This is an optimization exercise on Yosys and OpenROAD, whose aim is small area, a short achievable clock period and few clock cycles, not a production implementation.
The RTL was checked by simulation tests, not by an equivalence proof against the original design.
Power and IR drop assume default switching activity.

## v6
==> flow/design.v <==
module chk_unit (
    input  wire        clk,
    input  wire        rst,
    input  wire        cfg_enable,
    input  wire        cfg_restart,
    input  wire [6:0]  cfg_width,
    input  wire [63:0] cfg_poly,
    input  wire [63:0] cfg_init,
    input  wire [63:0] cfg_xorout,
    input  wire        cfg_refin,
    input  wire        cfg_refout,
    input  wire [1:0]  cfg_mode,
    input  wire        cfg_scope,
    input  wire [1:0]  cfg_fold_mode,
    input  wire [63:0] cfg_fold_tag,
    input  wire [63:0] cfg_expect,
    input  wire        clr_mismatch_hist,
    input  wire        in_valid,
    output wire        in_ready,
    input  wire [7:0]  in_data,
    input  wire        in_first,
    input  wire        in_last,
    input  wire [63:0] in_tag,
    output reg         item_done,
    output reg  [63:0] result,
    output reg         st_enabled,
    output reg         st_mismatch,
    output reg         st_mismatch_hist,
    output reg  [31:0] items,
    output reg  [31:0] mismatches,
    output reg  [63:0] last_bad
);
    reg         feed;        
    reg         pre;         
    reg         tact;        
    reg  [2:0]  tcnt;        
    reg         fin;         
    reg  [7:0]  byte_q;
    reg         v_q;         
    reg         l_q;         
    reg  [6:0]  s_width;
    reg  [5:0]  s_rsh;       
    reg  [63:0] s_poly;
    reg  [63:0] s_xorout;
    reg         s_refin;
    reg         s_refout;
    reg  [1:0]  s_mode;
    reg  [1:0]  s_fold;
    reg         s_scope;
    reg  [63:0] s_tag;
    reg  [63:0] cmpv;        
    reg  [2:0]  held;
    reg  [63:0] crc;
    reg         rdy_o;
    reg         nrdy;
    wire        rdy = ~nrdy;
    assign in_ready = rdy_o;
    wire start = cfg_enable & (cfg_restart | ~st_enabled);
    wire kill  = ~cfg_enable | cfg_restart | ~st_enabled;
    wire acc   = in_valid & rdy;
    reg  cap;                
    reg  rdy_n, feed_n, pre_n, tact_n;
    always @* begin
        rdy_n  = rdy;
        feed_n = feed;
        pre_n  = 1'b0;
        tact_n = tact;
        if (kill) begin
            feed_n = 1'b0;
            tact_n = 1'b0;
            pre_n  = start;
            rdy_n  = ~start;
        end else if (pre) begin
            tact_n = s_scope & (cfg_fold_mode == 2'd1);
            rdy_n  = ~(s_scope & (cfg_fold_mode == 2'd1));
        end else if (tact) begin
            if (tcnt == 3'd7) begin
                tact_n = 1'b0;
                rdy_n  = ~(v_q & l_q);
            end
        end else begin
            if (acc) begin
                if (in_first) begin
                    feed_n = ~in_last;
                    if (cfg_fold_mode != 2'd0 && !s_scope) begin
                        tact_n = 1'b1;
                        rdy_n  = 1'b0;
                    end else
                        rdy_n  = ~in_last;
                end else if (feed & in_last) begin
                    feed_n = 1'b0;
                    rdy_n  = 1'b0;
                end
            end
            if (v_q & l_q)
                rdy_n = 1'b1;
        end
    end
    wire [2:0]  nb    = s_width[5:3];
    wire        full  = (held == nb);
    wire        m2    = (s_mode == 2'd2);
    wire [7:0]  tbyte = s_tag[{tcnt, 3'b000} +: 8];
    wire [7:0]  dbyte = tact ? tbyte : (m2 ? cmpv[7:0] : byte_q);
    wire        dstep = v_q & ~tact;
    wire        step  = tact | (dstep & (~m2 | full));
    function [7:0] win;
        input [63:0] v;
        input [6:0]  w;
        reg   [38:0] a5;
        reg   [22:0] a4;
        reg   [14:0] a3;
        reg   [10:0] a2;
        reg   [8:0]  a1;
        reg   [7:0]  a0;
        begin
            a5 = w[5] ? v[62:24] : {v[30:0], 8'd0};
            a4 = w[4] ? a5[38:16] : a5[22:0];
            a3 = w[3] ? a4[22:8]  : a4[14:0];
            a2 = w[2] ? a3[14:4]  : a3[10:0];
            a1 = w[1] ? a2[10:2]  : a2[8:0];
            a0 = w[0] ? a1[8:1]   : a1[7:0];
            win = w[6] ? v[63:56] : a0;
        end
    endfunction
    wire [7:0]  xc = win(crc, s_width);       
    wire [7:0]  xp = win(s_poly, s_width);    
    reg  [7:0]  b;
    reg  [7:0]  f;
    reg  [63:0] nx;
    reg  [63:0] mask;
    reg         t;
    integer     i, j;
    always @* begin
        for (i = 0; i < 8; i = i + 1)
            b[i] = s_refin ? dbyte[i] : dbyte[7 - i];
        for (i = 0; i < 8; i = i + 1) begin
            t = xc[7 - i] ^ b[i];
            for (j = 0; j < i; j = j + 1)
                t = t ^ (f[j] & xp[8 - i + j]);
            f[i] = t;
        end
        for (i = 0; i < 64; i = i + 1)
            mask[i] = (s_width > i);
        nx = crc << 8;
        for (i = 0; i < 8; i = i + 1)
            nx = nx ^ ({64{f[i]}} & (s_poly << (7 - i)));
        nx = nx & mask;
    end
    reg  [63:0] rev;
    always @* for (i = 0; i < 64; i = i + 1) rev[i] = crc[63 - i];
    wire [63:0] tcrc      = s_refout ? (rev >> s_rsh) : crc;
    wire [63:0] res       = tcrc ^ s_xorout;
    wire        compared  = (s_mode != 2'd0);
    wire        bad       = compared & (res != cmpv);
    wire [31:0] items_inc = items + {31'd0, ~&items};
    always @(posedge clk) begin
        if (cap) begin
            s_width  <= cfg_width;
            s_rsh    <= 6'd0 - cfg_width[5:0];
            s_poly   <= cfg_poly;
            s_xorout <= cfg_xorout;
            s_refin  <= cfg_refin;
            s_refout <= cfg_refout;
            s_mode   <= cfg_mode;
            s_fold   <= cfg_fold_mode;
            s_tag    <= (cfg_fold_mode == 2'd2) ? in_tag : cfg_fold_tag;
        end
        if (start)
            s_scope <= cfg_scope;
        if (cap & (pre | ~s_scope))
            crc <= cfg_init;
        else if (step)
            crc <= nx;
        if (cap) begin
            cmpv <= (cfg_mode == 2'd2) ? 64'd0 : cfg_expect;
            held <= 3'd0;
        end else if (dstep & m2) begin
            for (i = 0; i < 4; i = i + 1)
                if (i == nb - 3'd1)
                    cmpv[8*i +: 8] <= byte_q;
                else if (i < nb - 3'd1)
                    cmpv[8*i +: 8] <= cmpv[8*i + 8 +: 8];
            if (!full)
                held <= held + 3'd1;
        end
        if (rdy) begin
            byte_q <= in_data;
            l_q    <= in_last;
        end
        if (tact)
            tcnt <= tcnt + 3'd1;
        else
            tcnt <= 3'd0;
        if (rst) begin
            nrdy    <= 1'b0;
            rdy_o   <= 1'b1;
            cap     <= 1'b1;
            feed    <= 1'b0;
            pre     <= 1'b0;
            tact    <= 1'b0;
            v_q     <= 1'b0;
            fin     <= 1'b0;
            s_scope <= 1'b0;
        end else begin
            nrdy  <= ~rdy_n;
            rdy_o <= rdy_n;
            cap  <= pre_n | (rdy_n & ~feed_n);
            feed <= feed_n;
            pre  <= pre_n;
            tact <= tact_n;
            fin  <= dstep & l_q & ~kill;
            if (kill)
                v_q <= 1'b0;
            else if (rdy)
                v_q <= acc & (in_first | feed);
            else
                v_q <= v_q & tact;
        end
        if (rst) begin
            item_done        <= 1'b0;
            result           <= 64'd0;
            st_enabled       <= 1'b0;
            st_mismatch      <= 1'b0;
            st_mismatch_hist <= 1'b0;
            items            <= 32'd0;
            mismatches       <= 32'd0;
            last_bad         <= 64'd0;
        end else begin
            st_enabled <= cfg_enable;
            item_done  <= fin;
            if (fin) begin
                result <= res;
                if (compared)
                    st_mismatch <= bad;
            end
            if (start)
                items <= 32'd0;
            else if (fin)
                items <= items_inc;
            if (fin & bad) begin
                mismatches <= mismatches + {31'd0, ~&mismatches};
                last_bad   <= (s_fold == 2'd2) ? s_tag : {32'd0, items_inc};
            end
            st_mismatch_hist <= (fin & bad) | (st_mismatch_hist & ~clr_mismatch_hist);
        end
    end
endmodule
==> flow/config.mk <==
export PLATFORM = sky130hd
export DESIGN_NAME = chk_unit
export DESIGN_NICKNAME = chk_unit
export VERILOG_FILES = /design/flow/design.v
export SDC_FILE = /design/flow/constraint.sdc
export NUM_CORES = 4
export LEC_CHECK = 0
export CAP_MARGIN = 20
export CORE_MARGIN = 2
export CORE_UTILIZATION = 50
export CTS_CLUSTER_DIAMETER = 60
export CTS_CLUSTER_SIZE = 16
export PLACE_DENSITY = 0.6
export SLEW_MARGIN = 20
==> flow/constraint.sdc <==
create_clock -name core_clock -period 25.0 [get_ports {clk}]
set_input_delay 5.0000 -clock core_clock [delete_from_list [all_inputs] [get_ports {clk}]]
set_output_delay 5.0000 -clock core_clock [all_outputs]
set_load 0.01 [all_outputs]
standard.sh (not shown) runs the stock make flow with config.mk's settings and CLKGATE_MAP_FILE= SYNTH_SCRIPT=/design/flow/synth_recipe.tcl, a recipe that flattens the netlist after the stock synthesis.
==> flow/flow/run.sh <==
#!/bin/bash
# The standard layout (standard.sh), with two changes to how it is made:
# port buffers are the small sky130 buffer instead of the delay buffer the
# resizer picks, and timing repair aims for a period below the clock period.
# The clock, its period and the I/O constraints are the standard flow's, unchanged.
set -euo pipefail
export BUFFER_PORTS_ARGS="-buffer_cell sky130_fd_sc_hd__buf_1"
export SETUP_SLACK_MARGIN=18.7
bash standard.sh > standard.log 2>&1
Looking at the reports, v6 completed the entire flow and the layout it produced met the timing, design-rule and antenna checks.
Testbench counts of v6, summed over its fixed seeds: cycles 68,466.
Changes in v7 relative to v6:
diff --git a/flow/design.v b/flow/design.v
--- a/flow/design.v
+++ b/flow/design.v
@@ -141,17 +141,16 @@
         end
         for (i = 0; i < 64; i = i + 1)
             mask[i] = (s_width > i);
         nx = crc << 8;
         for (i = 0; i < 8; i = i + 1)
             nx = nx ^ ({64{f[i]}} & (s_poly << (7 - i)));
-        nx = nx & mask;
     end
     reg  [63:0] rev;
     always @* for (i = 0; i < 64; i = i + 1) rev[i] = crc[63 - i];
-    wire [63:0] tcrc      = s_refout ? (rev >> s_rsh) : crc;
+    wire [63:0] tcrc      = s_refout ? (rev >> s_rsh) : (crc & mask);
     wire [63:0] res       = tcrc ^ s_xorout;
     wire        compared  = (s_mode != 2'd0);
     wire        bad       = compared & (res != cmpv);
     wire [31:0] items_inc = items + {31'd0, ~&items};
     always @(posedge clk) begin
         if (cap) begin
--- outcome ---
v7 reached the end of the flow, and the finished layout is clean on the timing, design-rule and antenna checks. Changes observed in v7 relative to v6: share of final-layout standard cells stronger than drive strength 1 shrank by 2.1 points; net switching power of the design lower; worst setup slack higher; maximum VDD drop higher. The estimated power of v7 ends up higher than the estimate for v6. From v6 to v7 the numbers moved as follows: hold slack went up by 0.0043 ns, sequential power grew by about 5%.
Testbench counts of v7, summed over its fixed seeds: cycles 68,466.

port drivers added, routing unchanged:
No port has a modelled driver above. Below, the same layouts with a new extraction and two added sets of constraints. Step 1 sets driving cells, clkbuf_16 on the clock port and buf_2 on the other inputs (assumed; they add their load-dependent delay and slew). Step 2 adds t to the input delays and takes it off the output delays; t is the mean of the earliest and latest rising clock arrival at the registers after step 1. Input paths then give back, and output paths get back, about the clock's delay inside the block. Slacks: no drivers / after step 1 / after step 2; pairs: no drivers / after step 1.
| run | t, ns | setup slack, ns | worst data-port slew with drivers (ns) |
|---|---|---|---|
| v6 | 0.728 | 18.687 / 18.645 / 18.212 | 0.15 |
| v7 | 0.722 | 18.729 / 18.652 / 18.242 | 0.12 |
After both steps every run listed still meets setup and hold. The setup slack of v7, which loses most, moves by -0.077 ns with the drivers and by -0.487 ns with both steps.
